This design comes from an exercise in tuning for small area, a short achievable clock period and few clock cycles on the open sky130 flow, not from production work. Only simulation tests tie the RTL to the original design; equivalence was not proved.

## flow/design.v (module list and top-level ports; edited modules follow where they fit)
// module lin_engine: 250 lines
// module lin_fle: 16 lines
// module lin_fmul: 95 lines
// module lin_mul24: 1027 lines
// module lin_fadd: 100 lines
// module lin_align: 12 lines
// module lin_lzc28: 36 lines
// module lin_ksadd: 32 lines
module lin_engine (
    input  wire         clk,
    input  wire         rst,
    input  wire         start,
    input  wire [23:0]  code,
    input  wire [2:0]   rng,
    input  wire         general,
    input  wire         poly,
    input  wire [3:0]   nx,
    input  wire [1:0]   nt,
    input  wire [31:0]  temp,
    input  wire         temp_old,
    input  wire [767:0] coef,
    input  wire [31:0]  xmin,
    input  wire [31:0]  xmax,
    input  wire [31:0]  tmin,
    input  wire [31:0]  tmax,
    output reg          done,
    output wire [31:0]  y,
    output wire         extrap,
    output wire         nonfin
);
  // ...
==> flow/flow/run.sh <==
#!/bin/bash
# The standard layout, except that the port buffers are the smallest
# buffer cell (sky130_fd_sc_hd__buf_1) instead of the delay buffer that
# buffer_ports picks by default. Every port still gets its own buffer.
set -euo pipefail
bash standard.sh "BUFFER_PORTS_ARGS=-buffer_cell sky130_fd_sc_hd__buf_1" finish \
    > standard_flow.log 2>&1
==> flow/standard.sh <==
#!/bin/bash
# synth_recipe.tcl (not shown) runs the flow's synth.tcl, then flattens the netlist and writes it again
# the make line also repeats each setting of config.mk as NAME=value (left out here)
make -C /OpenROAD-flow-scripts/flow DESIGN_CONFIG=/design/flow/config.mk WORK_HOME=/design/flow/orfs CLKGATE_MAP_FILE= SYNTH_SCRIPT=/design/flow/synth_recipe.tcl "${@:-finish}"
==> flow/config.mk <==
export PLATFORM = sky130hd
export DESIGN_NAME = lin_engine
export DESIGN_NICKNAME = lin_engine
export VERILOG_FILES = /design/flow/design.v
export SDC_FILE = /design/flow/constraint.sdc
export NUM_CORES = 4
export LEC_CHECK = 0
export CAP_MARGIN = 20
export CORE_MARGIN = 2
export CORE_UTILIZATION = 60
export PLACE_DENSITY = 0.72
export SLEW_MARGIN = 20
==> flow/constraint.sdc <==
create_clock -name core_clock -period 30.0 [get_ports {clk}]
set_input_delay 6.0000 -clock core_clock [delete_from_list [all_inputs] [get_ports {clk}]]
set_output_delay 6.0000 -clock core_clock [all_outputs]
set_load 0.01 [all_outputs]
==> run notes, run 1 <==
- Largest net degree at the start of global routing: 86
- Area of the mapped netlist: 0.0709 mm2
- CTS buffer count: 34
- GRT Total Usage: 71.3%
- Synth cell types: 108
- First-pass GRT wire length: 614 mm
- CTS Root Cell: clkbuf_16
- Sequential area share after synthesis: 13.2%
- H-tree levels: 2
- Congestion Overflow GR: 5
- Syn_area_per_cell: 8.00 um2
- DIE HEIGHT: 348 um
- Asr flop ratio synth: 0%
- Failed at: 5_1_grt
- Synth warn: 10
- Met3 usage: 58.4%
- Register bit total from synthesis: 314
- Synth cell count leaders: nand2_1, inv_1, a21oi_1, nor2_1, clkbuf_1
- Outcome: did not finish
- Largest family of logic cells by synthesized area: simple AND/OR/NAND/NOR gates
- Met1 Track Usage GR: 76.3%
- Number of I/O port buffers: 1,001
- Post-DP HPWL: 336 mm
- Vias in the first global route: 84,538
- Post-CTS setup buffers: 0
- Placer Congestion: 1.26
- Stop err: [ERROR GRT-0116] Global routing finished with congestion. Check the congestion regions in the DRC Viewer.
- Num ports: 1,002
- Worst slack at placement: 16.71 ns
- CTS Hold Buffers Added: 0
- Cts repair resizes: 0
- Post-synth EDFFs: 311
- Largest area contributor in the netlist: fa_1
Testbench counts, summed over its fixed seeds: cycles 7,309.
==> module lin_align, before the edit <==
module lin_align (
    input  wire [23:0] m,
    input  wire [7:0]  d,
    output wire [26:0] z
);
    wire [4:0]  dc = (d > 8'd27) ? 5'd27 : d[4:0];
    wire [26:0] f  = {m, 3'b000};
    wire [26:0] r  = f >> dc;
    wire [26:0] msk = ~(27'h7FF_FFFF << dc);
    wire        st = |(f & msk);
    assign z = {r[26:1], r[0] | st};
endmodule
==> run 2: changes to the inputs <==
--- a/flow/design.v
+++ b/flow/design.v
@@ -37,6 +37,9 @@
     reg [31:0] y_r;         
     reg        ext_r, tnf_r;
     reg        a_init, a_last, a_final;
+    reg        a_ld;        
+    reg [1:0]  a_ldj;
+    reg        s2_r;        
     reg [1:0]  a_j;
     wire [2:0] nxe = (nx > 4'd5) ? 3'd5 : nx[2:0];
     reg [31:0] fs;
@@ -63,16 +66,12 @@
     wire       pow2 = !general || (rng == 3'd2);
     wire [2:0] fsk  = general ? 3'd0 : ({1'b0, rng[1:0]} + 3'd1);
     wire        code_neg = code[23];
-    wire [23:0] code_mag = code_neg ? (~code + 24'd1) : code;
-    reg  [4:0]  code_lz;
-    reg  [23:0] code_norm;
-    integer     k;
-    always @* begin
-        code_lz = 5'd0;
-        for (k = 0; k < 24; k = k + 1)
-            if (code_mag[k]) code_lz = 5'd23 - k[4:0];
-        code_norm = code_mag << code_lz;
-    end
+    wire [23:0] code_inv;
+    lin_ksadd #(.W(24)) u_cneg (.a(~code), .b(24'd0), .cin(1'b1), .s(code_inv));
+    wire [23:0] code_mag = code_neg ? code_inv : code;
+    wire [4:0]  code_lz;
+    lin_lzc28 u_clz (.x({code_mag, 4'b1111}), .z(code_lz));
+    wire [23:0] code_norm = code_mag << code_lz;
     wire        code_z = (code_mag == 24'd0);
     wire [31:0] code_f = code_z ? 32'd0
                        : {code_neg, 8'd150 - {3'd0, code_lz}, code_norm[22:0]};
@@ -91,10 +90,29 @@
                     .y(mul_y), .stall(stall));
     lin_fadd u_add (.a(pr), .b(ad), .pass_b(a_init), .y(add_y));
     wire [31:0] res = add_y;
-    function [4:0] prog(input [1:0] n, input ln, input [2:0] c);
+    function [4:0] prog(input [1:0] n, input s2, input ln, input [2:0] c);
         begin
             prog = 5'b00000;
-            if (!ln) begin
+            if (s2) begin
+                if (!ln) begin
+                    case (c)
+                        3'd0: prog = {1'b1, OP_P, 2'd3};
+                        3'd1: prog = {1'b1, OP_T, 2'd2};
+                        3'd2: prog = {1'b1, OP_W, 2'd0};
+                        3'd3: prog = {1'b1, OP_T, 2'd1};
+                        3'd4: prog = {1'b1, OP_W, 2'd0};
+                        3'd5: prog = {1'b1, OP_T, 2'd0};
+                        default: ;
+                    endcase
+                end else begin
+                    case (c)
+                        3'd0: prog = {1'b1, OP_P, 2'd2};
+                        3'd1: prog = {1'b1, OP_P, 2'd1};
+                        3'd2: prog = {1'b1, OP_P, 2'd0};
+                        default: ;
+                    endcase
+                end
+            end else if (!ln) begin
                 case (n)
                     2'd0: case (c)
                         3'd0: prog = {1'b1, OP_P, 2'd0};
@@ -135,25 +153,31 @@
     endfunction
     wire [2:0] m_ci = ph ? ci1 : ci0;
     wire [2:0] m_si = ph ? si1 : si0;
-    wire [4:0] m_op = prog(nt_r, ph, m_ci);
+    wire [4:0] m_op = prog(nt_r, s2_r, ph, m_ci);
     wire       m_v  = m_op[4] & poly_r;
     wire [1:0] m_ty = m_op[3:2];
     wire [1:0] m_j  = m_op[1:0];
     wire       m_p  = (m_ty == OP_P);
     wire       m_t  = (m_ty == OP_T);
     wire       m_w  = (m_ty == OP_W);
-    wire       m_last = m_t || (m_p ? (m_si == nxe_r) : (m_si == nxe_r - 3'd1));
-    wire       m_skip = (nt_r == 2'd2) && !ph && (m_ci == 3'd1) && (nxe_r == 3'd0);
+    wire       m_last = m_t || (m_p ? (m_si == nxe_r) : (m_si == nxe_r - 3'd2));
+    wire       m_ld   = ph && (((nt_r == 2'd2) && (m_ci == 3'd0) && (nxe_r != 3'd0)) ||
+                               (s2_r && (m_ci != 3'd2)));
+    wire [1:0] m_ldj  = (s2_r && (m_ci == 3'd0)) ? 2'd1 : 2'd0;
+    wire       m_skip = !ph && (nxe_r[2:1] == 2'd0) &&
+                        (((nt_r == 2'd2) && (m_ci == 3'd1)) ||
+                         (s2_r && ((m_ci == 3'd1) || (m_ci == 3'd3))));
     assign m_need = busy && ((t == 2'd1) || (m_v && !(m_p && m_si == 3'd0)));
-    wire [4:0] n_op = prog(nt_r, ~ph, ph ? ci0 : ci1);
+    wire [4:0] n_op = prog(nt_r, s2_r, ~ph, ph ? ci0 : ci1);
     wire       n_t  = n_op[4] && (n_op[3:2] == OP_T);
     wire       n_w  = n_op[4] && (n_op[3:2] == OP_W);
-    wire [1:0] j0   = (nt == 2'd2) ? 2'd2 : {1'b0, nt[0]};
+    wire       s2   = (nt == 2'd3) && ((nxe == 3'd1) || (nxe == 3'd2));
+    wire [1:0] j0   = s2 ? 2'd3 : (nt == 2'd2) ? 2'd2 : {1'b0, nt[0]};
     wire [2:0] cblk = nxe_r - m_si;
-    wire [4:0] cidx = busy ? {cblk, m_j}
-                           : {nxe, j0};             
+    wire [4:0] cidx = !busy ? {nxe, j0} :                
+                      a_ld  ? {nxe_r, a_ldj} : {cblk, m_j};
     wire [31:0] coef_sel = coef[cidx*32 +: 32];
-    wire       m_byp = (nt_r != 2'd3) || (m_j == 2'd2);
+    wire       m_byp = (nt_r != 2'd3) || (m_j == 2'd2) || s2_r;
     wire le_xmin, le_xmax, le_tmin, le_tmax;
     lin_fle u_le0 (.a(xmin),    .b(div_out), .le(le_xmin));
     lin_fle u_le1 (.a(div_out), .b(xmax),    .le(le_xmax));
@@ -177,10 +201,12 @@
                     poly_r <= poly;
                     nxe_r  <= nxe;
                     nt_r   <= nt;
+                    s2_r   <= s2;
                     ci1 <= 3'd0; si1 <= 3'd0;
                     a_j     <= j0;
                     a_last  <= poly && (nxe == 3'd0) && pow2;
                     a_final <= 1'b0;
+                    a_ld    <= 1'b0;
                     ma <= code_f;
                     mb <= fs;
                     if (pow2) begin
@@ -203,7 +229,7 @@
                 if (t != 2'd3) t <= t + 2'd1;
                 ph <= ~ph;
                 pr <= mul_y;
-                ma <= res;
+                ma <= a_ld ? coef_sel : res;
                 mb <= n_w ? 32'h3F80_0000 :
                       n_t ? temp : ((t == 2'd2) ? div_out : x_r);
                 if (t == 2'd2) begin
@@ -225,6 +251,8 @@
                 end
                 a_init  <= m_v && m_p && (m_si == 3'd0);
                 a_last  <= m_v && m_p && m_last;
+                a_ld    <= m_v && m_p && m_last && m_ld;
+                a_ldj   <= m_ldj;
                 a_j     <= m_j;
                 a_final <= m_v && (m_t ? (m_j == 2'd0)
                                        : (m_p && m_last && nt_r == 2'd0));
@@ -236,7 +264,8 @@
                     ad <= coef_sel;
                 if (m_v) begin
                     if (m_last) begin
-                        if (ph) begin ci1 <= ci1 + 3'd1; si1 <= 3'd0; end
+                        if (ph) begin ci1 <= ci1 + 3'd1;
+                                      si1 <= m_ld ? 3'd1 : 3'd0; end
                         else    begin ci0 <= ci0 + (m_skip ? 3'd2 : 3'd1);
                                       si0 <= 3'd0; end
                     end else begin
@@ -294,14 +323,21 @@
     wire [47:0] prod;
     lin_mul24 u_m (.a(ma), .b(mb), .p(prod));
     wire        top  = prod[47];
-    wire [22:0] frac = top ? prod[46:24] : prod[45:23];
-    wire        g    = top ? prod[23] : prod[22];
-    wire        s    = top ? (|prod[22:0]) : (|prod[21:0]);
-    wire        rup  = g & (s | frac[0]);
-    wire [9:0]  e    = {1'b0, esum} - 10'd127 + {9'd0, top};
-    wire [32:0] mag;
-    lin_ksadd #(.W(33)) u_rnd (.a({e, frac}), .b(33'd0), .cin(rup), .s(mag));
-    wire        ovf  = (mag[32:23] >= 10'd255);
+    wire [22:0] b1 = prod[46:24];
+    wire        r1 = prod[23] & ((|prod[22:0]) | prod[24]);
+    wire [22:0] b0 = prod[45:23];
+    wire        r0 = prod[22] & ((|prod[21:0]) | prod[23]);
+    wire [22:0] i1, i0;
+    wire        c1, c0;
+    lin_inc23 u_i1 (.x(b1), .y(i1), .all1(c1));
+    lin_inc23 u_i0 (.x(b0), .y(i0), .all1(c0));
+    wire [9:0]  e0  = {1'b0, esum} - 10'd127;
+    wire [9:0]  e1  = {1'b0, esum} - 10'd126;
+    wire [9:0]  e2  = {1'b0, esum} - 10'd125;
+    wire [22:0] frac = top ? (r1 ? i1 : b1) : (r0 ? i0 : b0);
+    wire [9:0]  e    = top ? ((r1 & c1) ? e2 : e1) : ((r0 & c0) ? e1 : e0);
+    wire [32:0] mag  = {e, frac};
+    wire        ovf  = (e >= 10'd255);
     reg  [31:0] fast_y;
     always @* begin
         if (a_nan || b_nan || (a_inf && b_zero) || (b_inf && a_zero))
@@ -390,46 +426,46 @@
     assign t18 = (pp[6][16] & pp[7][15]) | (pp[6][16] & pp[8][14]) | (pp[7][15] & pp[8][14]);
     assign t19 = pp[9][13] ^ pp[10][12];
     assign t20 = pp[9][13] & pp[10][12];
-    assign t21 = pp[0][23] ^ pp[1][22] ^ pp[2][21];
-    assign t22 = (pp[0][23] & pp[1][22]) | (pp[0][23] & pp[2][21]) | (pp[1][22] & pp[2][21]);
-    assign t23 = pp[3][20] ^ pp[4][19] ^ pp[5][18];
-    assign t24 = (pp[3][20] & pp[4][19]) | (pp[3][20] & pp[5][18]) | (pp[4][19] & pp[5][18]);
-    assign t25 = pp[6][17] ^ pp[7][16] ^ pp[8][15];
-    assign t26 = (pp[6][17] & pp[7][16]) | (pp[6][17] & pp[8][15]) | (pp[7][16] & pp[8][15]);
-    assign t27 = pp[9][14] ^ pp[10][13] ^ pp[11][12];
-    assign t28 = (pp[9][14] & pp[10][13]) | (pp[9][14] & pp[11][12]) | (pp[10][13] & pp[11][12]);
-    assign t29 = pp[12][11] ^ pp[13][10];
-    assign t30 = pp[12][11] & pp[13][10];
-    assign t31 = pp[1][23] ^ pp[2][22] ^ pp[3][21];
-    assign t32 = (pp[1][23] & pp[2][22]) | (pp[1][23] & pp[3][21]) | (pp[2][22] & pp[3][21]);
-    assign t33 = pp[4][20] ^ pp[5][19] ^ pp[6][18];
-    assign t34 = (pp[4][20] & pp[5][19]) | (pp[4][20] & pp[6][18]) | (pp[5][19] & pp[6][18]);
-    assign t35 = pp[7][17] ^ pp[8][16] ^ pp[9][15];
-    assign t36 = (pp[7][17] & pp[8][16]) | (pp[7][17] & pp[9][15]) | (pp[8][16] & pp[9][15]);
-    assign t37 = pp[10][14] ^ pp[11][13] ^ pp[12][12];
-    assign t38 = (pp[10][14] & pp[11][13]) | (pp[10][14] & pp[12][12]) | (pp[11][13] & pp[12][12]);
-    assign t39 = pp[13][11] ^ pp[14][10];
-    assign t40 = pp[13][11] & pp[14][10];
-    assign t41 = pp[2][23] ^ pp[3][22] ^ pp[4][21];
-    assign t42 = (pp[2][23] & pp[3][22]) | (pp[2][23] & pp[4][21]) | (pp[3][22] & pp[4][21]);
-    assign t43 = pp[5][20] ^ pp[6][19] ^ pp[7][18];
-    assign t44 = (pp[5][20] & pp[6][19]) | (pp[5][20] & pp[7][18]) | (pp[6][19] & pp[7][18]);
-    assign t45 = pp[8][17] ^ pp[9][16] ^ pp[10][15];
-    assign t46 = (pp[8][17] & pp[9][16]) | (pp[8][17] & pp[10][15]) | (pp[9][16] & pp[10][15]);
-    assign t47 = pp[11][14] ^ pp[12][13] ^ pp[13][12];
-    assign t48 = (pp[11][14] & pp[12][13]) | (pp[11][14] & pp[13][12]) | (pp[12][13] & pp[13][12]);
-    assign t49 = pp[3][23] ^ pp[4][22] ^ pp[5][21];
-    assign t50 = (pp[3][23] & pp[4][22]) | (pp[3][23] & pp[5][21]) | (pp[4][22] & pp[5][21]);
-    assign t51 = pp[6][20] ^ pp[7][19] ^ pp[8][18];
-    assign t52 = (pp[6][20] & pp[7][19]) | (pp[6][20] & pp[8][18]) | (pp[7][19] & pp[8][18]);
-    assign t53 = pp[9][17] ^ pp[10][16] ^ pp[11][15];
-    assign t54 = (pp[9][17] & pp[10][16]) | (pp[9][17] & pp[11][15]) | (pp[10][16] & pp[11][15]);
-    assign t55 = pp[4][23] ^ pp[5][22] ^ pp[6][21];
-    assign t56 = (pp[4][23] & pp[5][22]) | (pp[4][23] & pp[6][21]) | (pp[5][22] & pp[6][21]);
-    assign t57 = pp[7][20] ^ pp[8][19] ^ pp[9][18];
-    assign t58 = (pp[7][20] & pp[8][19]) | (pp[7][20] & pp[9][18]) | (pp[8][19] & pp[9][18]);
-    assign t59 = pp[5][23] ^ pp[6][22] ^ pp[7][21];
-    assign t60 = (pp[5][23] & pp[6][22]) | (pp[5][23] & pp[7][21]) | (pp[6][22] & pp[7][21]);
+    assign t21 = pp[1][22] ^ pp[2][21] ^ pp[3][20];
+    assign t22 = (pp[1][22] & pp[2][21]) | (pp[1][22] & pp[3][20]) | (pp[2][21] & pp[3][20]);
+    assign t23 = pp[4][19] ^ pp[5][18] ^ pp[6][17];
+    assign t24 = (pp[4][19] & pp[5][18]) | (pp[4][19] & pp[6][17]) | (pp[5][18] & pp[6][17]);
+    assign t25 = pp[7][16] ^ pp[8][15] ^ pp[9][14];
+    assign t26 = (pp[7][16] & pp[8][15]) | (pp[7][16] & pp[9][14]) | (pp[8][15] & pp[9][14]);
+    assign t27 = pp[10][13] ^ pp[11][12] ^ pp[12][11];
+    assign t28 = (pp[10][13] & pp[11][12]) | (pp[10][13] & pp[12][11]) | (pp[11][12] & pp[12][11]);
+    assign t29 = pp[13][10] ^ pp[14][9];
+    assign t30 = pp[13][10] & pp[14][9];
+    assign t31 = pp[2][22] ^ pp[3][21] ^ pp[4][20];
+    assign t32 = (pp[2][22] & pp[3][21]) | (pp[2][22] & pp[4][20]) | (pp[3][21] & pp[4][20]);
+    assign t33 = pp[5][19] ^ pp[6][18] ^ pp[7][17];
+    assign t34 = (pp[5][19] & pp[6][18]) | (pp[5][19] & pp[7][17]) | (pp[6][18] & pp[7][17]);
+    assign t35 = pp[8][16] ^ pp[9][15] ^ pp[10][14];
+    assign t36 = (pp[8][16] & pp[9][15]) | (pp[8][16] & pp[10][14]) | (pp[9][15] & pp[10][14]);
+    assign t37 = pp[11][13] ^ pp[12][12] ^ pp[13][11];
+    assign t38 = (pp[11][13] & pp[12][12]) | (pp[11][13] & pp[13][11]) | (pp[12][12] & pp[13][11]);
+    assign t39 = pp[14][10] ^ pp[15][9];
+    assign t40 = pp[14][10] & pp[15][9];
+    assign t41 = pp[3][22] ^ pp[4][21] ^ pp[5][20];
+    assign t42 = (pp[3][22] & pp[4][21]) | (pp[3][22] & pp[5][20]) | (pp[4][21] & pp[5][20]);
+    assign t43 = pp[6][19] ^ pp[7][18] ^ pp[8][17];
+    assign t44 = (pp[6][19] & pp[7][18]) | (pp[6][19] & pp[8][17]) | (pp[7][18] & pp[8][17]);
+    assign t45 = pp[9][16] ^ pp[10][15] ^ pp[11][14];
+    assign t46 = (pp[9][16] & pp[10][15]) | (pp[9][16] & pp[11][14]) | (pp[10][15] & pp[11][14]);
+    assign t47 = pp[12][13] ^ pp[13][12] ^ pp[14][11];
+    assign t48 = (pp[12][13] & pp[13][12]) | (pp[12][13] & pp[14][11]) | (pp[13][12] & pp[14][11]);
+    assign t49 = pp[4][22] ^ pp[5][21] ^ pp[6][20];
+    assign t50 = (pp[4][22] & pp[5][21]) | (pp[4][22] & pp[6][20]) | (pp[5][21] & pp[6][20]);
+    assign t51 = pp[7][19] ^ pp[8][18] ^ pp[9][17];
+    assign t52 = (pp[7][19] & pp[8][18]) | (pp[7][19] & pp[9][17]) | (pp[8][18] & pp[9][17]);
+    assign t53 = pp[10][16] ^ pp[11][15] ^ pp[12][14];
+    assign t54 = (pp[10][16] & pp[11][15]) | (pp[10][16] & pp[12][14]) | (pp[11][15] & pp[12][14]);
+    assign t55 = pp[5][22] ^ pp[6][21] ^ pp[7][20];
+    assign t56 = (pp[5][22] & pp[6][21]) | (pp[5][22] & pp[7][20]) | (pp[6][21] & pp[7][20]);
+    assign t57 = pp[8][19] ^ pp[9][18] ^ pp[10][17];
+    assign t58 = (pp[8][19] & pp[9][18]) | (pp[8][19] & pp[10][17]) | (pp[9][18] & pp[10][17]);
+    assign t59 = pp[6][22] ^ pp[7][21] ^ pp[8][20];
+    assign t60 = (pp[6][22] & pp[7][21]) | (pp[6][22] & pp[8][20]) | (pp[7][21] & pp[8][20]);
     assign t61 = pp[0][13] ^ pp[1][12];
     assign t62 = pp[0][13] & pp[1][12];
     assign t63 = pp[0][14] ^ pp[1][13] ^ pp[2][12];
@@ -520,120 +556,120 @@
     assign t148 = (t13 & t15) | (t13 & t17) | (t15 & t17);
     assign t149 = t19 ^ t8 ^ t10;
     assign t150 = (t19 & t8) | (t19 & t10) | (t8 & t10);
-    assign t151 = pp[14][9] ^ pp[15][8] ^ pp[16][7];
-    assign t152 = (pp[14][9] & pp[15][8]) | (pp[14][9] & pp[16][7]) | (pp[15][8] & pp[16][7]);
-    assign t153 = pp[17][6] ^ pp[18][5] ^ pp[19][4];
-    assign t154 = (pp[17][6] & pp[18][5]) | (pp[17][6] & pp[19][4]) | (pp[18][5] & pp[19][4]);
-    assign t155 = pp[20][3] ^ pp[21][2] ^ pp[22][1];
-    assign t156 = (pp[20][3] & pp[21][2]) | (pp[20][3] & pp[22][1]) | (pp[21][2] & pp[22][1]);
+    assign t151 = pp[15][8] ^ pp[16][7] ^ pp[17][6];
+    assign t152 = (pp[15][8] & pp[16][7]) | (pp[15][8] & pp[17][6]) | (pp[16][7] & pp[17][6]);
+    assign t153 = pp[18][5] ^ pp[19][4] ^ pp[20][3];
+    assign t154 = (pp[18][5] & pp[19][4]) | (pp[18][5] & pp[20][3]) | (pp[19][4] & pp[20][3]);
+    assign t155 = pp[21][2] ^ pp[22][1] ^ pp[0][23];
+    assign t156 = (pp[21][2] & pp[22][1]) | (pp[21][2] & pp[0][23]) | (pp[22][1] & pp[0][23]);
     assign t157 = pp[23][0] ^ t21 ^ t23;
     assign t158 = (pp[23][0] & t21) | (pp[23][0] & t23) | (t21 & t23);
     assign t159 = t25 ^ t27 ^ t29;
     assign t160 = (t25 & t27) | (t25 & t29) | (t27 & t29);
     assign t161 = t14 ^ t16 ^ t18;
     assign t162 = (t14 & t16) | (t14 & t18) | (t16 & t18);
-    assign t163 = pp[15][9] ^ pp[16][8] ^ pp[17][7];
-    assign t164 = (pp[15][9] & pp[16][8]) | (pp[15][9] & pp[17][7]) | (pp[16][8] & pp[17][7]);
-    assign t165 = pp[18][6] ^ pp[19][5] ^ pp[20][4];
-    assign t166 = (pp[18][6] & pp[19][5]) | (pp[18][6] & pp[20][4]) | (pp[19][5] & pp[20][4]);
-    assign t167 = pp[21][3] ^ pp[22][2] ^ pp[23][1];
-    assign t168 = (pp[21][3] & pp[22][2]) | (pp[21][3] & pp[23][1]) | (pp[22][2] & pp[23][1]);
+    assign t163 = pp[16][8] ^ pp[17][7] ^ pp[18][6];
+    assign t164 = (pp[16][8] & pp[17][7]) | (pp[16][8] & pp[18][6]) | (pp[17][7] & pp[18][6]);
+    assign t165 = pp[19][5] ^ pp[20][4] ^ pp[21][3];
+    assign t166 = (pp[19][5] & pp[20][4]) | (pp[19][5] & pp[21][3]) | (pp[20][4] & pp[21][3]);
+    assign t167 = pp[22][2] ^ pp[1][23] ^ pp[23][1];
+    assign t168 = (pp[22][2] & pp[1][23]) | (pp[22][2] & pp[23][1]) | (pp[1][23] & pp[23][1]);
     assign t169 = t31 ^ t33 ^ t35;
     assign t170 = (t31 & t33) | (t31 & t35) | (t33 & t35);
     assign t171 = t37 ^ t39 ^ t22;
     assign t172 = (t37 & t39) | (t37 & t22) | (t39 & t22);
     assign t173 = t24 ^ t26 ^ t28;
     assign t174 = (t24 & t26) | (t24 & t28) | (t26 & t28);
-    assign t175 = pp[14][11] ^ pp[15][10] ^ pp[16][9];
-    assign t176 = (pp[14][11] & pp[15][10]) | (pp[14][11] & pp[16][9]) | (pp[15][10] & pp[16][9]);
-    assign t177 = pp[17][8] ^ pp[18][7] ^ pp[19][6];
-    assign t178 = (pp[17][8] & pp[18][7]) | (pp[17][8] & pp[19][6]) | (pp[18][7] & pp[19][6]);
-    assign t179 = pp[20][5] ^ pp[21][4] ^ pp[22][3];
-    assign t180 = (pp[20][5] & pp[21][4]) | (pp[20][5] & pp[22][3]) | (pp[21][4] & pp[22][3]);
+    assign t175 = pp[15][10] ^ pp[16][9] ^ pp[17][8];
+    assign t176 = (pp[15][10] & pp[16][9]) | (pp[15][10] & pp[17][8]) | (pp[16][9] & pp[17][8]);
+    assign t177 = pp[18][7] ^ pp[19][6] ^ pp[20][5];
+    assign t178 = (pp[18][7] & pp[19][6]) | (pp[18][7] & pp[20][5]) | (pp[19][6] & pp[20][5]);
+    assign t179 = pp[21][4] ^ pp[22][3] ^ pp[2][23];
+    assign t180 = (pp[21][4] & pp[22][3]) | (pp[21][4] & pp[2][23]) | (pp[22][3] & pp[2][23]);
     assign t181 = pp[23][2] ^ t41 ^ t43;
     assign t182 = (pp[23][2] & t41) | (pp[23][2] & t43) | (t41 & t43);
     assign t183 = t45 ^ t47 ^ t32;
     assign t184 = (t45 & t47) | (t45 & t32) | (t47 & t32);
     assign t185 = t34 ^ t36 ^ t38;
     assign t186 = (t34 & t36) | (t34 & t38) | (t36 & t38);
-    assign t187 = pp[12][14] ^ pp[13][13] ^ pp[14][12];
-    assign t188 = (pp[12][14] & pp[13][13]) | (pp[12][14] & pp[14][12]) | (pp[13][13] & pp[14][12]);
-    assign t189 = pp[15][11] ^ pp[16][10] ^ pp[17][9];
-    assign t190 = (pp[15][11] & pp[16][10]) | (pp[15][11] & pp[17][9]) | (pp[16][10] & pp[17][9]);
-    assign t191 = pp[18][8] ^ pp[19][7] ^ pp[20][6];
-    assign t192 = (pp[18][8] & pp[19][7]) | (pp[18][8] & pp[20][6]) | (pp[19][7] & pp[20][6]);
-    assign t193 = pp[21][5] ^ pp[22][4] ^ pp[23][3];
-    assign t194 = (pp[21][5] & pp[22][4]) | (pp[21][5] & pp[23][3]) | (pp[22][4] & pp[23][3]);
+    assign t187 = pp[13][13] ^ pp[14][12] ^ pp[15][11];
+    assign t188 = (pp[13][13] & pp[14][12]) | (pp[13][13] & pp[15][11]) | (pp[14][12] & pp[15][11]);
+    assign t189 = pp[16][10] ^ pp[17][9] ^ pp[18][8];
+    assign t190 = (pp[16][10] & pp[17][9]) | (pp[16][10] & pp[18][8]) | (pp[17][9] & pp[18][8]);
+    assign t191 = pp[19][7] ^ pp[20][6] ^ pp[21][5];
+    assign t192 = (pp[19][7] & pp[20][6]) | (pp[19][7] & pp[21][5]) | (pp[20][6] & pp[21][5]);
+    assign t193 = pp[22][4] ^ pp[3][23] ^ pp[23][3];
+    assign t194 = (pp[22][4] & pp[3][23]) | (pp[22][4] & pp[23][3]) | (pp[3][23] & pp[23][3]);
     assign t195 = t49 ^ t51 ^ t53;
     assign t196 = (t49 & t51) | (t49 & t53) | (t51 & t53);
     assign t197 = t42 ^ t44 ^ t46;
     assign t198 = (t42 & t44) | (t42 & t46) | (t44 & t46);
-    assign t199 = pp[10][17] ^ pp[11][16] ^ pp[12][15];
-    assign t200 = (pp[10][17] & pp[11][16]) | (pp[10][17] & pp[12][15]) | (pp[11][16] & pp[12][15]);
-    assign t201 = pp[13][14] ^ pp[14][13] ^ pp[15][12];
-    assign t202 = (pp[13][14] & pp[14][13]) | (pp[13][14] & pp[15][12]) | (pp[14][13] & pp[15][12]);
-    assign t203 = pp[16][11] ^ pp[17][10] ^ pp[18][9];
-    assign t204 = (pp[16][11] & pp[17][10]) | (pp[16][11] & pp[18][9]) | (pp[17][10] & pp[18][9]);
-    assign t205 = pp[19][8] ^ pp[20][7] ^ pp[21][6];
-    assign t206 = (pp[19][8] & pp[20][7]) | (pp[19][8] & pp[21][6]) | (pp[20][7] & pp[21][6]);
-    assign t207 = pp[22][5] ^ pp[23][4] ^ t55;
-    assign t208 = (pp[22][5] & pp[23][4]) | (pp[22][5] & t55) | (pp[23][4] & t55);
+    assign t199 = pp[11][16] ^ pp[12][15] ^ pp[13][14];
+    assign t200 = (pp[11][16] & pp[12][15]) | (pp[11][16] & pp[13][14]) | (pp[12][15] & pp[13][14]);
+    assign t201 = pp[14][13] ^ pp[15][12] ^ pp[16][11];
+    assign t202 = (pp[14][13] & pp[15][12]) | (pp[14][13] & pp[16][11]) | (pp[15][12] & pp[16][11]);
+    assign t203 = pp[17][10] ^ pp[18][9] ^ pp[19][8];
+    assign t204 = (pp[17][10] & pp[18][9]) | (pp[17][10] & pp[19][8]) | (pp[18][9] & pp[19][8]);
+    assign t205 = pp[20][7] ^ pp[21][6] ^ pp[22][5];
+    assign t206 = (pp[20][7] & pp[21][6]) | (pp[20][7] & pp[22][5]) | (pp[21][6] & pp[22][5]);
+    assign t207 = pp[4][23] ^ pp[23][4] ^ t55;
+    assign t208 = (pp[4][23] & pp[23][4]) | (pp[4][23] & t55) | (pp[23][4] & t55);
     assign t209 = t57 ^ t50 ^ t52;
     assign t210 = (t57 & t50) | (t57 & t52) | (t50 & t52);
-    assign t211 = pp[8][20] ^ pp[9][19] ^ pp[10][18];
-    assign t212 = (pp[8][20] & pp[9][19]) | (pp[8][20] & pp[10][18]) | (pp[9][19] & pp[10][18]);
-    assign t213 = pp[11][17] ^ pp[12][16] ^ pp[13][15];
-    assign t214 = (pp[11][17] & pp[12][16]) | (pp[11][17] & pp[13][15]) | (pp[12][16] & pp[13][15]);
-    assign t215 = pp[14][14] ^ pp[15][13] ^ pp[16][12];
-    assign t216 = (pp[14][14] & pp[15][13]) | (pp[14][14] & pp[16][12]) | (pp[15][13] & pp[16][12]);
-    assign t217 = pp[17][11] ^ pp[18][10] ^ pp[19][9];
-    assign t218 = (pp[17][11] & pp[18][10]) | (pp[17][11] & pp[19][9]) | (pp[18][10] & pp[19][9]);
-    assign t219 = pp[20][8] ^ pp[21][7] ^ pp[22][6];
-    assign t220 = (pp[20][8] & pp[21][7]) | (pp[20][8] & pp[22][6]) | (pp[21][7] & pp[22][6]);
+    assign t211 = pp[9][19] ^ pp[10][18] ^ pp[11][17];
+    assign t212 = (pp[9][19] & pp[10][18]) | (pp[9][19] & pp[11][17]) | (pp[10][18] & pp[11][17]);
+    assign t213 = pp[12][16] ^ pp[13][15] ^ pp[14][14];
+    assign t214 = (pp[12][16] & pp[13][15]) | (pp[12][16] & pp[14][14]) | (pp[13][15] & pp[14][14]);
+    assign t215 = pp[15][13] ^ pp[16][12] ^ pp[17][11];
+    assign t216 = (pp[15][13] & pp[16][12]) | (pp[15][13] & pp[17][11]) | (pp[16][12] & pp[17][11]);
+    assign t217 = pp[18][10] ^ pp[19][9] ^ pp[20][8];
+    assign t218 = (pp[18][10] & pp[19][9]) | (pp[18][10] & pp[20][8]) | (pp[19][9] & pp[20][8]);
+    assign t219 = pp[21][7] ^ pp[22][6] ^ pp[5][23];
+    assign t220 = (pp[21][7] & pp[22][6]) | (pp[21][7] & pp[5][23]) | (pp[22][6] & pp[5][23]);
     assign t221 = pp[23][5] ^ t59 ^ t56;
     assign t222 = (pp[23][5] & t59) | (pp[23][5] & t56) | (t59 & t56);
-    assign t223 = pp[6][23] ^ pp[7][22] ^ pp[8][21];
-    assign t224 = (pp[6][23] & pp[7][22]) | (pp[6][23] & pp[8][21]) | (pp[7][22] & pp[8][21]);
-    assign t225 = pp[9][20] ^ pp[10][19] ^ pp[11][18];
-    assign t226 = (pp[9][20] & pp[10][19]) | (pp[9][20] & pp[11][18]) | (pp[10][19] & pp[11][18]);
-    assign t227 = pp[12][17] ^ pp[13][16] ^ pp[14][15];
-    assign t228 = (pp[12][17] & pp[13][16]) | (pp[12][17] & pp[14][15]) | (pp[13][16] & pp[14][15]);
-    assign t229 = pp[15][14] ^ pp[16][13] ^ pp[17][12];
-    assign t230 = (pp[15][14] & pp[16][13]) | (pp[15][14] & pp[17][12]) | (pp[16][13] & pp[17][12]);
-    assign t231 = pp[18][11] ^ pp[19][10] ^ pp[20][9];
-    assign t232 = (pp[18][11] & pp[19][10]) | (pp[18][11] & pp[20][9]) | (pp[19][10] & pp[20][9]);
-    assign t233 = pp[21][8] ^ pp[22][7] ^ pp[23][6];
-    assign t234 = (pp[21][8] & pp[22][7]) | (pp[21][8] & pp[23][6]) | (pp[22][7] & pp[23][6]);
-    assign t235 = pp[7][23] ^ pp[8][22] ^ pp[9][21];
-    assign t236 = (pp[7][23] & pp[8][22]) | (pp[7][23] & pp[9][21]) | (pp[8][22] & pp[9][21]);
-    assign t237 = pp[10][20] ^ pp[11][19] ^ pp[12][18];
-    assign t238 = (pp[10][20] & pp[11][19]) | (pp[10][20] & pp[12][18]) | (pp[11][19] & pp[12][18]);
-    assign t239 = pp[13][17] ^ pp[14][16] ^ pp[15][15];
-    assign t240 = (pp[13][17] & pp[14][16]) | (pp[13][17] & pp[15][15]) | (pp[14][16] & pp[15][15]);
-    assign t241 = pp[16][14] ^ pp[17][13] ^ pp[18][12];
-    assign t242 = (pp[16][14] & pp[17][13]) | (pp[16][14] & pp[18][12]) | (pp[17][13] & pp[18][12]);
-    assign t243 = pp[19][11] ^ pp[20][10] ^ pp[21][9];
-    assign t244 = (pp[19][11] & pp[20][10]) | (pp[19][11] & pp[21][9]) | (pp[20][10] & pp[21][9]);
-    assign t245 = pp[8][23] ^ pp[9][22] ^ pp[10][21];
-    assign t246 = (pp[8][23] & pp[9][22]) | (pp[8][23] & pp[10][21]) | (pp[9][22] & pp[10][21]);
-    assign t247 = pp[11][20] ^ pp[12][19] ^ pp[13][18];
-    assign t248 = (pp[11][20] & pp[12][19]) | (pp[11][20] & pp[13][18]) | (pp[12][19] & pp[13][18]);
-    assign t249 = pp[14][17] ^ pp[15][16] ^ pp[16][15];
-    assign t250 = (pp[14][17] & pp[15][16]) | (pp[14][17] & pp[16][15]) | (pp[15][16] & pp[16][15]);
-    assign t251 = pp[17][14] ^ pp[18][13] ^ pp[19][12];
-    assign t252 = (pp[17][14] & pp[18][13]) | (pp[17][14] & pp[19][12]) | (pp[18][13] & pp[19][12]);
-    assign t253 = pp[9][23] ^ pp[10][22] ^ pp[11][21];
-    assign t254 = (pp[9][23] & pp[10][22]) | (pp[9][23] & pp[11][21]) | (pp[10][22] & pp[11][21]);
-    assign t255 = pp[12][20] ^ pp[13][19] ^ pp[14][18];
-    assign t256 = (pp[12][20] & pp[13][19]) | (pp[12][20] & pp[14][18]) | (pp[13][19] & pp[14][18]);
-    assign t257 = pp[15][17] ^ pp[16][16] ^ pp[17][15];
-    assign t258 = (pp[15][17] & pp[16][16]) | (pp[15][17] & pp[17][15]) | (pp[16][16] & pp[17][15]);
-    assign t259 = pp[10][23] ^ pp[11][22] ^ pp[12][21];
-    assign t260 = (pp[10][23] & pp[11][22]) | (pp[10][23] & pp[12][21]) | (pp[11][22] & pp[12][21]);
-    assign t261 = pp[13][20] ^ pp[14][19] ^ pp[15][18];
-    assign t262 = (pp[13][20] & pp[14][19]) | (pp[13][20] & pp[15][18]) | (pp[14][19] & pp[15][18]);
-    assign t263 = pp[11][23] ^ pp[12][22] ^ pp[13][21];
-    assign t264 = (pp[11][23] & pp[12][22]) | (pp[11][23] & pp[13][21]) | (pp[12][22] & pp[13][21]);
+    assign t223 = pp[7][22] ^ pp[8][21] ^ pp[9][20];
+    assign t224 = (pp[7][22] & pp[8][21]) | (pp[7][22] & pp[9][20]) | (pp[8][21] & pp[9][20]);
+    assign t225 = pp[10][19] ^ pp[11][18] ^ pp[12][17];
+    assign t226 = (pp[10][19] & pp[11][18]) | (pp[10][19] & pp[12][17]) | (pp[11][18] & pp[12][17]);
+    assign t227 = pp[13][16] ^ pp[14][15] ^ pp[15][14];
+    assign t228 = (pp[13][16] & pp[14][15]) | (pp[13][16] & pp[15][14]) | (pp[14][15] & pp[15][14]);
+    assign t229 = pp[16][13] ^ pp[17][12] ^ pp[18][11];
+    assign t230 = (pp[16][13] & pp[17][12]) | (pp[16][13] & pp[18][11]) | (pp[17][12] & pp[18][11]);
+    assign t231 = pp[19][10] ^ pp[20][9] ^ pp[21][8];
+    assign t232 = (pp[19][10] & pp[20][9]) | (pp[19][10] & pp[21][8]) | (pp[20][9] & pp[21][8]);
+    assign t233 = pp[22][7] ^ pp[6][23] ^ pp[23][6];
+    assign t234 = (pp[22][7] & pp[6][23]) | (pp[22][7] & pp[23][6]) | (pp[6][23] & pp[23][6]);
+    assign t235 = pp[8][22] ^ pp[9][21] ^ pp[10][20];
+    assign t236 = (pp[8][22] & pp[9][21]) | (pp[8][22] & pp[10][20]) | (pp[9][21] & pp[10][20]);
+    assign t237 = pp[11][19] ^ pp[12][18] ^ pp[13][17];
+    assign t238 = (pp[11][19] & pp[12][18]) | (pp[11][19] & pp[13][17]) | (pp[12][18] & pp[13][17]);
+    assign t239 = pp[14][16] ^ pp[15][15] ^ pp[16][14];
+    assign t240 = (pp[14][16] & pp[15][15]) | (pp[14][16] & pp[16][14]) | (pp[15][15] & pp[16][14]);
+    assign t241 = pp[17][13] ^ pp[18][12] ^ pp[19][11];
+    assign t242 = (pp[17][13] & pp[18][12]) | (pp[17][13] & pp[19][11]) | (pp[18][12] & pp[19][11]);
+    assign t243 = pp[20][10] ^ pp[21][9] ^ pp[22][8];
+    assign t244 = (pp[20][10] & pp[21][9]) | (pp[20][10] & pp[22][8]) | (pp[21][9] & pp[22][8]);
+    assign t245 = pp[9][22] ^ pp[10][21] ^ pp[11][20];
+    assign t246 = (pp[9][22] & pp[10][21]) | (pp[9][22] & pp[11][20]) | (pp[10][21] & pp[11][20]);
+    assign t247 = pp[12][19] ^ pp[13][18] ^ pp[14][17];
+    assign t248 = (pp[12][19] & pp[13][18]) | (pp[12][19] & pp[14][17]) | (pp[13][18] & pp[14][17]);
+    assign t249 = pp[15][16] ^ pp[16][15] ^ pp[17][14];
+    assign t250 = (pp[15][16] & pp[16][15]) | (pp[15][16] & pp[17][14]) | (pp[16][15] & pp[17][14]);
+    assign t251 = pp[18][13] ^ pp[19][12] ^ pp[20][11];
+    assign t252 = (pp[18][13] & pp[19][12]) | (pp[18][13] & pp[20][11]) | (pp[19][12] & pp[20][11]);
+    assign t253 = pp[10][22] ^ pp[11][21] ^ pp[12][20];
+    assign t254 = (pp[10][22] & pp[11][21]) | (pp[10][22] & pp[12][20]) | (pp[11][21] & pp[12][20]);
+    assign t255 = pp[13][19] ^ pp[14][18] ^ pp[15][17];
+    assign t256 = (pp[13][19] & pp[14][18]) | (pp[13][19] & pp[15][17]) | (pp[14][18] & pp[15][17]);
+    assign t257 = pp[16][16] ^ pp[17][15] ^ pp[18][14];
+    assign t258 = (pp[16][16] & pp[17][15]) | (pp[16][16] & pp[18][14]) | (pp[17][15] & pp[18][14]);
+    assign t259 = pp[11][22] ^ pp[12][21] ^ pp[13][20];
+    assign t260 = (pp[11][22] & pp[12][21]) | (pp[11][22] & pp[13][20]) | (pp[12][21] & pp[13][20]);
+    assign t261 = pp[14][19] ^ pp[15][18] ^ pp[16][17];
+    assign t262 = (pp[14][19] & pp[15][18]) | (pp[14][19] & pp[16][17]) | (pp[15][18] & pp[16][17]);
+    assign t263 = pp[12][22] ^ pp[13][21] ^ pp[14][20];
+    assign t264 = (pp[12][22] & pp[13][21]) | (pp[12][22] & pp[14][20]) | (pp[13][21] & pp[14][20]);
     assign t265 = pp[0][9] ^ pp[1][8];
     assign t266 = pp[0][9] & pp[1][8];
     assign t267 = pp[0][10] ^ pp[1][9] ^ pp[2][8];
@@ -790,66 +826,66 @@
     assign t418 = (t233 & t212) | (t233 & t214) | (t212 & t214);
     assign t419 = t216 ^ t218 ^ t220;
     assign t420 = (t216 & t218) | (t216 & t220) | (t218 & t220);
-    assign t421 = pp[22][8] ^ pp[23][7] ^ t235;
-    assign t422 = (pp[22][8] & pp[23][7]) | (pp[22][8] & t235) | (pp[23][7] & t235);
+    assign t421 = pp[7][23] ^ pp[23][7] ^ t235;
+    assign t422 = (pp[7][23] & pp[23][7]) | (pp[7][23] & t235) | (pp[23][7] & t235);
     assign t423 = t237 ^ t239 ^ t241;
     assign t424 = (t237 & t239) | (t237 & t241) | (t239 & t241);
     assign t425 = t243 ^ t224 ^ t226;
     assign t426 = (t243 & t224) | (t243 & t226) | (t224 & t226);
     assign t427 = t228 ^ t230 ^ t232;
     assign t428 = (t228 & t230) | (t228 & t232) | (t230 & t232);
-    assign t429 = pp[20][11] ^ pp[21][10] ^ pp[22][9];
-    assign t430 = (pp[20][11] & pp[21][10]) | (pp[20][11] & pp[22][9]) | (pp[21][10] & pp[22][9]);
+    assign t429 = pp[21][10] ^ pp[22][9] ^ pp[8][23];
+    assign t430 = (pp[21][10] & pp[22][9]) | (pp[21][10] & pp[8][23]) | (pp[22][9] & pp[8][23]);
     assign t431 = pp[23][8] ^ t245 ^ t247;
     assign t432 = (pp[23][8] & t245) | (pp[23][8] & t247) | (t245 & t247);
     assign t433 = t249 ^ t251 ^ t236;
     assign t434 = (t249 & t251) | (t249 & t236) | (t251 & t236);
     assign t435 = t238 ^ t240 ^ t242;
     assign t436 = (t238 & t240) | (t238 & t242) | (t240 & t242);
-    assign t437 = pp[18][14] ^ pp[19][13] ^ pp[20][12];
-    assign t438 = (pp[18][14] & pp[19][13]) | (pp[18][14] & pp[20][12]) | (pp[19][13] & pp[20][12]);
-    assign t439 = pp[21][11] ^ pp[22][10] ^ pp[23][9];
-    assign t440 = (pp[21][11] & pp[22][10]) | (pp[21][11] & pp[23][9]) | (pp[22][10] & pp[23][9]);
+    assign t437 = pp[19][13] ^ pp[20][12] ^ pp[21][11];
+    assign t438 = (pp[19][13] & pp[20][12]) | (pp[19][13] & pp[21][11]) | (pp[20][12] & pp[21][11]);
+    assign t439 = pp[22][10] ^ pp[9][23] ^ pp[23][9];
+    assign t440 = (pp[22][10] & pp[9][23]) | (pp[22][10] & pp[23][9]) | (pp[9][23] & pp[23][9]);
     assign t441 = t253 ^ t255 ^ t257;
     assign t442 = (t253 & t255) | (t253 & t257) | (t255 & t257);
     assign t443 = t246 ^ t248 ^ t250;
     assign t444 = (t246 & t248) | (t246 & t250) | (t248 & t250);
-    assign t445 = pp[16][17] ^ pp[17][16] ^ pp[18][15];
-    assign t446 = (pp[16][17] & pp[17][16]) | (pp[16][17] & pp[18][15]) | (pp[17][16] & pp[18][15]);
-    assign t447 = pp[19][14] ^ pp[20][13] ^ pp[21][12];
-    assign t448 = (pp[19][14] & pp[20][13]) | (pp[19][14] & pp[21][12]) | (pp[20][13] & pp[21][12]);
-    assign t449 = pp[22][11] ^ pp[23][10] ^ t259;
-    assign t450 = (pp[22][11] & pp[23][10]) | (pp[22][11] & t259) | (pp[23][10] & t259);
+    assign t445 = pp[17][16] ^ pp[18][15] ^ pp[19][14];
+    assign t446 = (pp[17][16] & pp[18][15]) | (pp[17][16] & pp[19][14]) | (pp[18][15] & pp[19][14]);
+    assign t447 = pp[20][13] ^ pp[21][12] ^ pp[22][11];
+    assign t448 = (pp[20][13] & pp[21][12]) | (pp[20][13] & pp[22][11]) | (pp[21][12] & pp[22][11]);
+    assign t449 = pp[10][23] ^ pp[23][10] ^ t259;
+    assign t450 = (pp[10][23] & pp[23][10]) | (pp[10][23] & t259) | (pp[23][10] & t259);
     assign t451 = t261 ^ t254 ^ t256;
     assign t452 = (t261 & t254) | (t261 & t256) | (t254 & t256);
-    assign t453 = pp[14][20] ^ pp[15][19] ^ pp[16][18];
-    assign t454 = (pp[14][20] & pp[15][19]) | (pp[14][20] & pp[16][18]) | (pp[15][19] & pp[16][18]);
-    assign t455 = pp[17][17] ^ pp[18][16] ^ pp[19][15];
-    assign t456 = (pp[17][17] & pp[18][16]) | (pp[17][17] & pp[19][15]) | (pp[18][16] & pp[19][15]);
-    assign t457 = pp[20][14] ^ pp[21][13] ^ pp[22][12];
-    assign t458 = (pp[20][14] & pp[21][13]) | (pp[20][14] & pp[22][12]) | (pp[21][13] & pp[22][12]);
+    assign t453 = pp[15][19] ^ pp[16][18] ^ pp[17][17];
+    assign t454 = (pp[15][19] & pp[16][18]) | (pp[15][19] & pp[17][17]) | (pp[16][18] & pp[17][17]);
+    assign t455 = pp[18][16] ^ pp[19][15] ^ pp[20][14];
+    assign t456 = (pp[18][16] & pp[19][15]) | (pp[18][16] & pp[20][14]) | (pp[19][15] & pp[20][14]);
+    assign t457 = pp[21][13] ^ pp[22][12] ^ pp[11][23];
+    assign t458 = (pp[21][13] & pp[22][12]) | (pp[21][13] & pp[11][23]) | (pp[22][12] & pp[11][23]);
     assign t459 = pp[23][11] ^ t263 ^ t260;
     assign t460 = (pp[23][11] & t263) | (pp[23][11] & t260) | (t263 & t260);
-    assign t461 = pp[12][23] ^ pp[13][22] ^ pp[14][21];
-    assign t462 = (pp[12][23] & pp[13][22]) | (pp[12][23] & pp[14][21]) | (pp[13][22] & pp[14][21]);
-    assign t463 = pp[15][20] ^ pp[16][19] ^ pp[17][18];
-    assign t464 = (pp[15][20] & pp[16][19]) | (pp[15][20] & pp[17][18]) | (pp[16][19] & pp[17][18]);
-    assign t465 = pp[18][17] ^ pp[19][16] ^ pp[20][15];
-    assign t466 = (pp[18][17] & pp[19][16]) | (pp[18][17] & pp[20][15]) | (pp[19][16] & pp[20][15]);
-    assign t467 = pp[21][14] ^ pp[22][13] ^ pp[23][12];
-    assign t468 = (pp[21][14] & pp[22][13]) | (pp[21][14] & pp[23][12]) | (pp[22][13] & pp[23][12]);
-    assign t469 = pp[13][23] ^ pp[14][22] ^ pp[15][21];
-    assign t470 = (pp[13][23] & pp[14][22]) | (pp[13][23] & pp[15][21]) | (pp[14][22] & pp[15][21]);
-    assign t471 = pp[16][20] ^ pp[17][19] ^ pp[18][18];
-    assign t472 = (pp[16][20] & pp[17][19]) | (pp[16][20] & pp[18][18]) | (pp[17][19] & pp[18][18]);
-    assign t473 = pp[19][17] ^ pp[20][16] ^ pp[21][15];
-    assign t474 = (pp[19][17] & pp[20][16]) | (pp[19][17] & pp[21][15]) | (pp[20][16] & pp[21][15]);
-    assign t475 = pp[14][23] ^ pp[15][22] ^ pp[16][21];
-    assign t476 = (pp[14][23] & pp[15][22]) | (pp[14][23] & pp[16][21]) | (pp[15][22] & pp[16][21]);
-    assign t477 = pp[17][20] ^ pp[18][19] ^ pp[19][18];
-    assign t478 = (pp[17][20] & pp[18][19]) | (pp[17][20] & pp[19][18]) | (pp[18][19] & pp[19][18]);
-    assign t479 = pp[15][23] ^ pp[16][22] ^ pp[17][21];
-    assign t480 = (pp[15][23] & pp[16][22]) | (pp[15][23] & pp[17][21]) | (pp[16][22] & pp[17][21]);
+    assign t461 = pp[13][22] ^ pp[14][21] ^ pp[15][20];
+    assign t462 = (pp[13][22] & pp[14][21]) | (pp[13][22] & pp[15][20]) | (pp[14][21] & pp[15][20]);
+    assign t463 = pp[16][19] ^ pp[17][18] ^ pp[18][17];
+    assign t464 = (pp[16][19] & pp[17][18]) | (pp[16][19] & pp[18][17]) | (pp[17][18] & pp[18][17]);
+    assign t465 = pp[19][16] ^ pp[20][15] ^ pp[21][14];
+    assign t466 = (pp[19][16] & pp[20][15]) | (pp[19][16] & pp[21][14]) | (pp[20][15] & pp[21][14]);
+    assign t467 = pp[22][13] ^ pp[12][23] ^ pp[23][12];
+    assign t468 = (pp[22][13] & pp[12][23]) | (pp[22][13] & pp[23][12]) | (pp[12][23] & pp[23][12]);
+    assign t469 = pp[14][22] ^ pp[15][21] ^ pp[16][20];
+    assign t470 = (pp[14][22] & pp[15][21]) | (pp[14][22] & pp[16][20]) | (pp[15][21] & pp[16][20]);
+    assign t471 = pp[17][19] ^ pp[18][18] ^ pp[19][17];
+    assign t472 = (pp[17][19] & pp[18][18]) | (pp[17][19] & pp[19][17]) | (pp[18][18] & pp[19][17]);
+    assign t473 = pp[20][16] ^ pp[21][15] ^ pp[22][14];
+    assign t474 = (pp[20][16] & pp[21][15]) | (pp[20][16] & pp[22][14]) | (pp[21][15] & pp[22][14]);
+    assign t475 = pp[15][22] ^ pp[16][21] ^ pp[17][20];
+    assign t476 = (pp[15][22] & pp[16][21]) | (pp[15][22] & pp[17][20]) | (pp[16][21] & pp[17][20]);
+    assign t477 = pp[18][19] ^ pp[19][18] ^ pp[20][17];
+    assign t478 = (pp[18][19] & pp[19][18]) | (pp[18][19] & pp[20][17]) | (pp[19][18] & pp[20][17]);
+    assign t479 = pp[16][22] ^ pp[17][21] ^ pp[18][20];
+    assign t480 = (pp[16][22] & pp[17][21]) | (pp[16][22] & pp[18][20]) | (pp[17][21] & pp[18][20]);
     assign t481 = pp[0][6] ^ pp[1][5];
     assign t482 = pp[0][6] & pp[1][5];
     assign t483 = pp[0][7] ^ pp[1][6] ^ pp[2][5];
@@ -1024,36 +1060,36 @@
     assign t652 = (t465 & t467) | (t465 & t454) | (t467 & t454);
     assign t653 = t456 ^ t458 ^ t460;
     assign t654 = (t456 & t458) | (t456 & t460) | (t458 & t460);
-    assign t655 = pp[22][14] ^ pp[23][13] ^ t469;
-    assign t656 = (pp[22][14] & pp[23][13]) | (pp[22][14] & t469) | (pp[23][13] & t469);
+    assign t655 = pp[13][23] ^ pp[23][13] ^ t469;
+    assign t656 = (pp[13][23] & pp[23][13]) | (pp[13][23] & t469) | (pp[23][13] & t469);
     assign t657 = t471 ^ t473 ^ t462;
     assign t658 = (t471 & t473) | (t471 & t462) | (t473 & t462);
     assign t659 = t464 ^ t466 ^ t468;
     assign t660 = (t464 & t466) | (t464 & t468) | (t466 & t468);
-    assign t661 = pp[20][17] ^ pp[21][16] ^ pp[22][15];
-    assign t662 = (pp[20][17] & pp[21][16]) | (pp[20][17] & pp[22][15]) | (pp[21][16] & pp[22][15]);
+    assign t661 = pp[21][16] ^ pp[22][15] ^ pp[14][23];
+    assign t662 = (pp[21][16] & pp[22][15]) | (pp[21][16] & pp[14][23]) | (pp[22][15] & pp[14][23]);
     assign t663 = pp[23][14] ^ t475 ^ t477;
     assign t664 = (pp[23][14] & t475) | (pp[23][14] & t477) | (t475 & t477);
     assign t665 = t470 ^ t472 ^ t474;
     assign t666 = (t470 & t472) | (t470 & t474) | (t472 & t474);
-    assign t667 = pp[18][20] ^ pp[19][19] ^ pp[20][18];
-    assign t668 = (pp[18][20] & pp[19][19]) | (pp[18][20] & pp[20][18]) | (pp[19][19] & pp[20][18]);
-    assign t669 = pp[21][17] ^ pp[22][16] ^ pp[23][15];
-    assign t670 = (pp[21][17] & pp[22][16]) | (pp[21][17] & pp[23][15]) | (pp[22][16] & pp[23][15]);
+    assign t667 = pp[19][19] ^ pp[20][18] ^ pp[21][17];
+    assign t668 = (pp[19][19] & pp[20][18]) | (pp[19][19] & pp[21][17]) | (pp[20][18] & pp[21][17]);
+    assign t669 = pp[22][16] ^ pp[15][23] ^ pp[23][15];
+    assign t670 = (pp[22][16] & pp[15][23]) | (pp[22][16] & pp[23][15]) | (pp[15][23] & pp[23][15]);
     assign t671 = t479 ^ t476 ^ t478;
     assign t672 = (t479 & t476) | (t479 & t478) | (t476 & t478);
-    assign t673 = pp[16][23] ^ pp[17][22] ^ pp[18][21];
-    assign t674 = (pp[16][23] & pp[17][22]) | (pp[16][23] & pp[18][21]) | (pp[17][22] & pp[18][21]);
-    assign t675 = pp[19][20] ^ pp[20][19] ^ pp[21][18];
-    assign t676 = (pp[19][20] & pp[20][19]) | (pp[19][20] & pp[21][18]) | (pp[20][19] & pp[21][18]);
-    assign t677 = pp[22][17] ^ pp[23][16] ^ t480;
-    assign t678 = (pp[22][17] & pp[23][16]) | (pp[22][17] & t480) | (pp[23][16] & t480);
-    assign t679 = pp[17][23] ^ pp[18][22] ^ pp[19][21];
-    assign t680 = (pp[17][23] & pp[18][22]) | (pp[17][23] & pp[19][21]) | (pp[18][22] & pp[19][21]);
-    assign t681 = pp[20][20] ^ pp[21][19] ^ pp[22][18];
-    assign t682 = (pp[20][20] & pp[21][19]) | (pp[20][20] & pp[22][18]) | (pp[21][19] & pp[22][18]);
-    assign t683 = pp[18][23] ^ pp[19][22] ^ pp[20][21];
-    assign t684 = (pp[18][23] & pp[19][22]) | (pp[18][23] & pp[20][21]) | (pp[19][22] & pp[20][21]);
+    assign t673 = pp[17][22] ^ pp[18][21] ^ pp[19][20];
+    assign t674 = (pp[17][22] & pp[18][21]) | (pp[17][22] & pp[19][20]) | (pp[18][21] & pp[19][20]);
+    assign t675 = pp[20][19] ^ pp[21][18] ^ pp[22][17];
+    assign t676 = (pp[20][19] & pp[21][18]) | (pp[20][19] & pp[22][17]) | (pp[21][18] & pp[22][17]);
+    assign t677 = pp[16][23] ^ pp[23][16] ^ t480;
+    assign t678 = (pp[16][23] & pp[23][16]) | (pp[16][23] & t480) | (pp[23][16] & t480);
+    assign t679 = pp[18][22] ^ pp[19][21] ^ pp[20][20];
+    assign t680 = (pp[18][22] & pp[19][21]) | (pp[18][22] & pp[20][20]) | (pp[19][21] & pp[20][20]);
+    assign t681 = pp[21][19] ^ pp[22][18] ^ pp[17][23];
+    assign t682 = (pp[21][19] & pp[22][18]) | (pp[21][19] & pp[17][23]) | (pp[22][18] & pp[17][23]);
+    assign t683 = pp[19][22] ^ pp[20][21] ^ pp[21][20];
+    assign t684 = (pp[19][22] & pp[20][21]) | (pp[19][22] & pp[21][20]) | (pp[20][21] & pp[21][20]);
     assign t685 = pp[0][4] ^ pp[1][3];
     assign t686 = pp[0][4] & pp[1][3];
     assign t687 = pp[0][5] ^ pp[1][4] ^ pp[2][3];
@@ -1200,16 +1236,16 @@
     assign t828 = (pp[23][17] & t679) | (pp[23][17] & t681) | (t679 & t681);
     assign t829 = t674 ^ t676 ^ t678;
     assign t830 = (t674 & t676) | (t674 & t678) | (t676 & t678);
-    assign t831 = pp[21][20] ^ pp[22][19] ^ pp[23][18];
-    assign t832 = (pp[21][20] & pp[22][19]) | (pp[21][20] & pp[23][18]) | (pp[22][19] & pp[23][18]);
+    assign t831 = pp[22][19] ^ pp[18][23] ^ pp[23][18];
+    assign t832 = (pp[22][19] & pp[18][23]) | (pp[22][19] & pp[23][18]) | (pp[18][23] & pp[23][18]);
     assign t833 = t683 ^ t680 ^ t682;
     assign t834 = (t683 & t680) | (t683 & t682) | (t680 & t682);
-    assign t835 = pp[19][23] ^ pp[20][22] ^ pp[21][21];
-    assign t836 = (pp[19][23] & pp[20][22]) | (pp[19][23] & pp[21][21]) | (pp[20][22] & pp[21][21]);
-    assign t837 = pp[22][20] ^ pp[23][19] ^ t684;
-    assign t838 = (pp[22][20] & pp[23][19]) | (pp[22][20] & t684) | (pp[23][19] & t684);
-    assign t839 = pp[20][23] ^ pp[21][22] ^ pp[22][21];
-    assign t840 = (pp[20][23] & pp[21][22]) | (pp[20][23] & pp[22][21]) | (pp[21][22] & pp[22][21]);
+    assign t835 = pp[20][22] ^ pp[21][21] ^ pp[22][20];
+    assign t836 = (pp[20][22] & pp[21][21]) | (pp[20][22] & pp[22][20]) | (pp[21][21] & pp[22][20]);
+    assign t837 = pp[19][23] ^ pp[23][19] ^ t684;
+    assign t838 = (pp[19][23] & pp[23][19]) | (pp[19][23] & t684) | (pp[23][19] & t684);
+    assign t839 = pp[21][22] ^ pp[22][21] ^ pp[20][23];
+    assign t840 = (pp[21][22] & pp[22][21]) | (pp[21][22] & pp[20][23]) | (pp[22][21] & pp[20][23]);
     assign t841 = pp[0][3] ^ pp[1][2];
     assign t842 = pp[0][3] & pp[1][2];
     assign t843 = pp[2][2] ^ pp[3][1] ^ pp[4][0];
@@ -1292,8 +1328,8 @@
     assign t920 = (t835 & t837) | (t835 & t832) | (t837 & t832);
     assign t921 = pp[23][20] ^ t839 ^ t836;
     assign t922 = (pp[23][20] & t839) | (pp[23][20] & t836) | (t839 & t836);
-    assign t923 = pp[21][23] ^ pp[22][22] ^ pp[23][21];
-    assign t924 = (pp[21][23] & pp[22][22]) | (pp[21][23] & pp[23][21]) | (pp[22][22] & pp[23][21]);
+    assign t923 = pp[22][22] ^ pp[21][23] ^ pp[23][21];
+    assign t924 = (pp[22][22] & pp[21][23]) | (pp[22][22] & pp[23][21]) | (pp[21][23] & pp[23][21]);
     assign t925 = pp[0][2] ^ pp[1][1];
     assign t926 = pp[0][2] & pp[1][1];
     assign t927 = pp[2][1] ^ pp[3][0] ^ t841;
@@ -1486,16 +1522,33 @@
             y = {sgn, mag[30:0]};
     end
 endmodule
+module lin_inc23 (
+    input  wire [22:0] x,
+    output wire [22:0] y,
+    output wire        all1
+);
+    wire [22:0] s;
+    lin_ksadd #(.W(23)) u_k (.a(x), .b(23'd0), .cin(1'b1), .s(s));
+    assign y    = s;
+    assign all1 = &x;
+endmodule
 module lin_align (
     input  wire [23:0] m,
     input  wire [7:0]  d,
     output wire [26:0] z
 );
     wire [4:0]  dc = (d > 8'd27) ? 5'd27 : d[4:0];
-    wire [26:0] f  = {m, 3'b000};
-    wire [26:0] r  = f >> dc;
-    wire [26:0] msk = ~(27'h7FF_FFFF << dc);
-    wire        st = |(f & msk);
+    wire [26:0] r  = {m, 3'b000} >> dc;
+    wire [23:0] mr;
+    genvar i;
+    generate
+        for (i = 0; i < 24; i = i + 1) begin : g_rev
+            assign mr[i] = m[23 - i];
+        end
+    endgenerate
+    wire [4:0]  tz;                      
+    lin_lzc28 u_tz (.x({mr, 4'b1111}), .z(tz));
+    wire        st = (m != 24'd0) && ({3'd0, tz} + 8'd3 < d);
     assign z = {r[26:1], r[0] | st};
 endmodule
 module lin_lzc28 (
--- a/flow/config.mk
+++ b/flow/config.mk
@@ -5,8 +5,8 @@
 export SDC_FILE = /design/flow/constraint.sdc
 export NUM_CORES = 4
 export LEC_CHECK = 0
+export ABC_AREA = 1
 export CAP_MARGIN = 20
 export CORE_MARGIN = 2
-export CORE_UTILIZATION = 60
-export PLACE_DENSITY = 0.72
+export CORE_UTILIZATION = 40
 export SLEW_MARGIN = 20
==> run notes, run 2 <==
- Reg with most FFs: u_mul.F
- H-tree levels: 2 (unchanged)
- Asr flop ratio synth: 0% (unchanged)
- Via Count: 88,577
- GRT Total Usage: 45.4%
- Synth top area cells: fa_1, nand2_1, edfxtp_1 (was fa_1, edfxtp_1, ha_1)
- Sum Neg Setup Slack: 0 ns
- Max FFs per register: 48
- DIE HEIGHT: 429 um (was 348 um)
- Drt pass-1 iters: 7
- CTS tree: built
- Detailed Route WL: 437 mm
- Clock Skew: 0.0334 ns
- Post-synth EDFFs: 314 (was 311)
- Fin crit period: 12.15 ns
- Clk buf depth: 3 (unchanged)
- Antenna Nets Post-Route: 0
- Number of I/O port buffers: 1,001 (unchanged)
- Post-DP HPWL: 351 mm (was 336 mm)
- Synth Area in Compound Gates: 19.9% (was 20.3%)
- WS Path Type: flip-flop to flip-flop
- RSZ-0062 raised after global routing: no
- Critical Path Start Type: flip-flop
- Post-CTS setup buffers: 0 (unchanged)
- Drt initial violations: 11,703
- Largest net degree at the start of global routing: 149
- Placer Congestion: 1.10 (was 1.26)
- Register area: 0.00949 mm2
- CP arrival: 12.64 ns
- Outcome: no timing/DRC/antenna violations (was did not finish)
- Max Clock Freq: 82.3 MHz
- Commonest register cell after synthesis: edfxtp_1 (unchanged)
- Area of the multi-input gates: 0.0533 mm2
- Cts repair resizes: 0 (unchanged)
- Critical path peak fanout: 20
- CORE AREA: 0.180 mm2
- Post-Synth Simple-Gate Area: 29.1% (was 21.9%)
- Register bit total from synthesis: 317 (was 314)
- Fillers: 19,525
- CTS Root Cell: clkbuf_16 (unchanged)
- Synth cell types: 84 (was 108)
- Final Non-Filler Cells: 14,600
- Synth Area in Adders: 21.0% (was 21.2%)
- Fin nets: 14,001
- Syn_area_per_cell: 6.32 um2 (was 8.00 um2)
- Synth Area in XOR/XNOR: 3.32% (was 4.61%)
- Area Growth Syn to Fin: 10.2%
- Final Cycle Share: 40.5%
- Area of the mapped netlist: 0.0724 mm2 (was 0.0709 mm2)
- Initial antenna violation count: 62
- Congestion Overflow GR: 0
- Synth warn: 11 (was 10)
- First-pass GRT wire length: 607 mm
- Final Util: 44.3%
- Endpoint class of the critical path: flip-flop
- Final non-filler cell area: 0.0798 mm2
- Most common cell after layout, fill and taps aside: nand2_1
- Largest family of logic cells by synthesized area: simple AND/OR/NAND/NOR gates (unchanged)
- Vias in the first global route: 84,011
- Multiplexer share of the synthesized area: 0.0829% (was 11.4%)
- CTS buffer count: 40 (was 34)
- Cell with the most instances after synthesis: nand2_1 (unchanged)
- Synth cell count leaders: nand2_1, inv_1, nor2_1 (was nand2_1, inv_1, a21oi_1, nor2_1, clkbuf_1)
- Setup violators final: 0
- Largest area contributor in the netlist: fa_1 (unchanged)
- Sequential area share after synthesis: 13.1% (was 13.2%)
- Num ports: 1,002 (unchanged)
- Rows: 156 (was 126)
- CTS Hold Buffers Added: 0 (unchanged)
-- run 2: metrics by stage --
| step | worst slack [ns] | hold slack, ns |
|---|---|---|
| floorplan | 19.51 | 0.483 |
| global placement | 17.59 | 0.537 |
| detailed placement | 17.59 | 0.559 |
| CTS | 18.20 | 0.577 |
| global route | 17.54 | 0.606 |
| finish | 17.85 | 0.570 |
-- run 2: area by class of cell --
| class | instances | area share, % |
|---|---|---|
| Multi-Input combinational cell | 8628 | 66.8 |
| Sequential cell | 317 | 11.9 |
| Inverter | 1939 | 9.14 |
| Timing Repair Buffer | 1190 | 6.50 |
| Tap cell | 2370 | 3.71 |
| Clock buffer | 44 | 1.27 |
| Clock inverter | 27 | 0.423 |
| Antenna cell | 85 | 0.266 |
-- run 2: final timing paths --
path / startpoint / end / slack [ns] / depth (start not counted)
setup reg to reg: ma[24]$_DFFE_PP_ / pr[14]$_DFFE_PP_ / 17.85 / 37
setup / recovery: ma[24]$_DFFE_PP_ / pr[14]$_DFFE_PP_ / 17.85 / 37
hold reg to reg: a_final$_DFFE_PP_ / done$_SDFF_PP0_ / 0.57 / 2
hold / removal: a_final$_DFFE_PP_ / done$_SDFF_PP0_ / 0.57 / 2
-- run 2: logic make-up (layout without fill, tap and decap cells) --
logic type,Yosys count,count (layout)
and+or+nand+nor,4982,4982
buffers and inverters,2522,3200
AOI/OAI and AO/OA,2446,2446
adders and majority gates,918,918
DFF,317,317
xor gates and xnor gates,274,274
muxes,6,6
other,1,87
-- run 2: layer usage --
layer / up-vias / share of wire, % / GRT usage [%] / routed length [um]
met4: 24 / 10 / 37.7 / 44800
met2: 5858 / 42 / 67.9 / 185000
met1: 42208 / 36 / 53.1 / 156000
met3: 1551 / 12 / 14.1 / 51400
li1: 38936 / - / - / -
met5: - / 0.038 / 0 / 168
-- run 2: worst min-delay path: stages, from the launching register on --
cell and delay [ns]:
edfxtp_1 0.35, a21oi_1 0.07, nor2_1 0.11
Testbench counts of run 2, summed over its fixed seeds: cycles 7,007.

## re-timing with driven ports
In the flow no input, the clock included, has a driving cell. The finished layout below was timed again as built, in two steps. Step 1, drivers: a clkbuf_16 drives clk and a buf_2 each remaining input, both assumed. Step 2 adds t to the input delays and takes it off the output delays; t is the mean of the earliest and latest rising clock arrival at the registers after step 1. Input paths then give back, and output paths get back, about the clock's delay inside the block. Slacks: no drivers / after step 1 / after step 2; pairs: no drivers / after step 1.
run: run 2
shift t [ns]: 0.700
setup WS [ns]: 17.847 / 17.847 / 17.445
worst setup path at the end: input to register
worst register clock-pin slew, ns: 0.08 / 0.08
After both steps setup and hold are still met in run 2. The setup slack of run 2 moves by 0.000 ns with the drivers and by -0.402 ns with both steps.
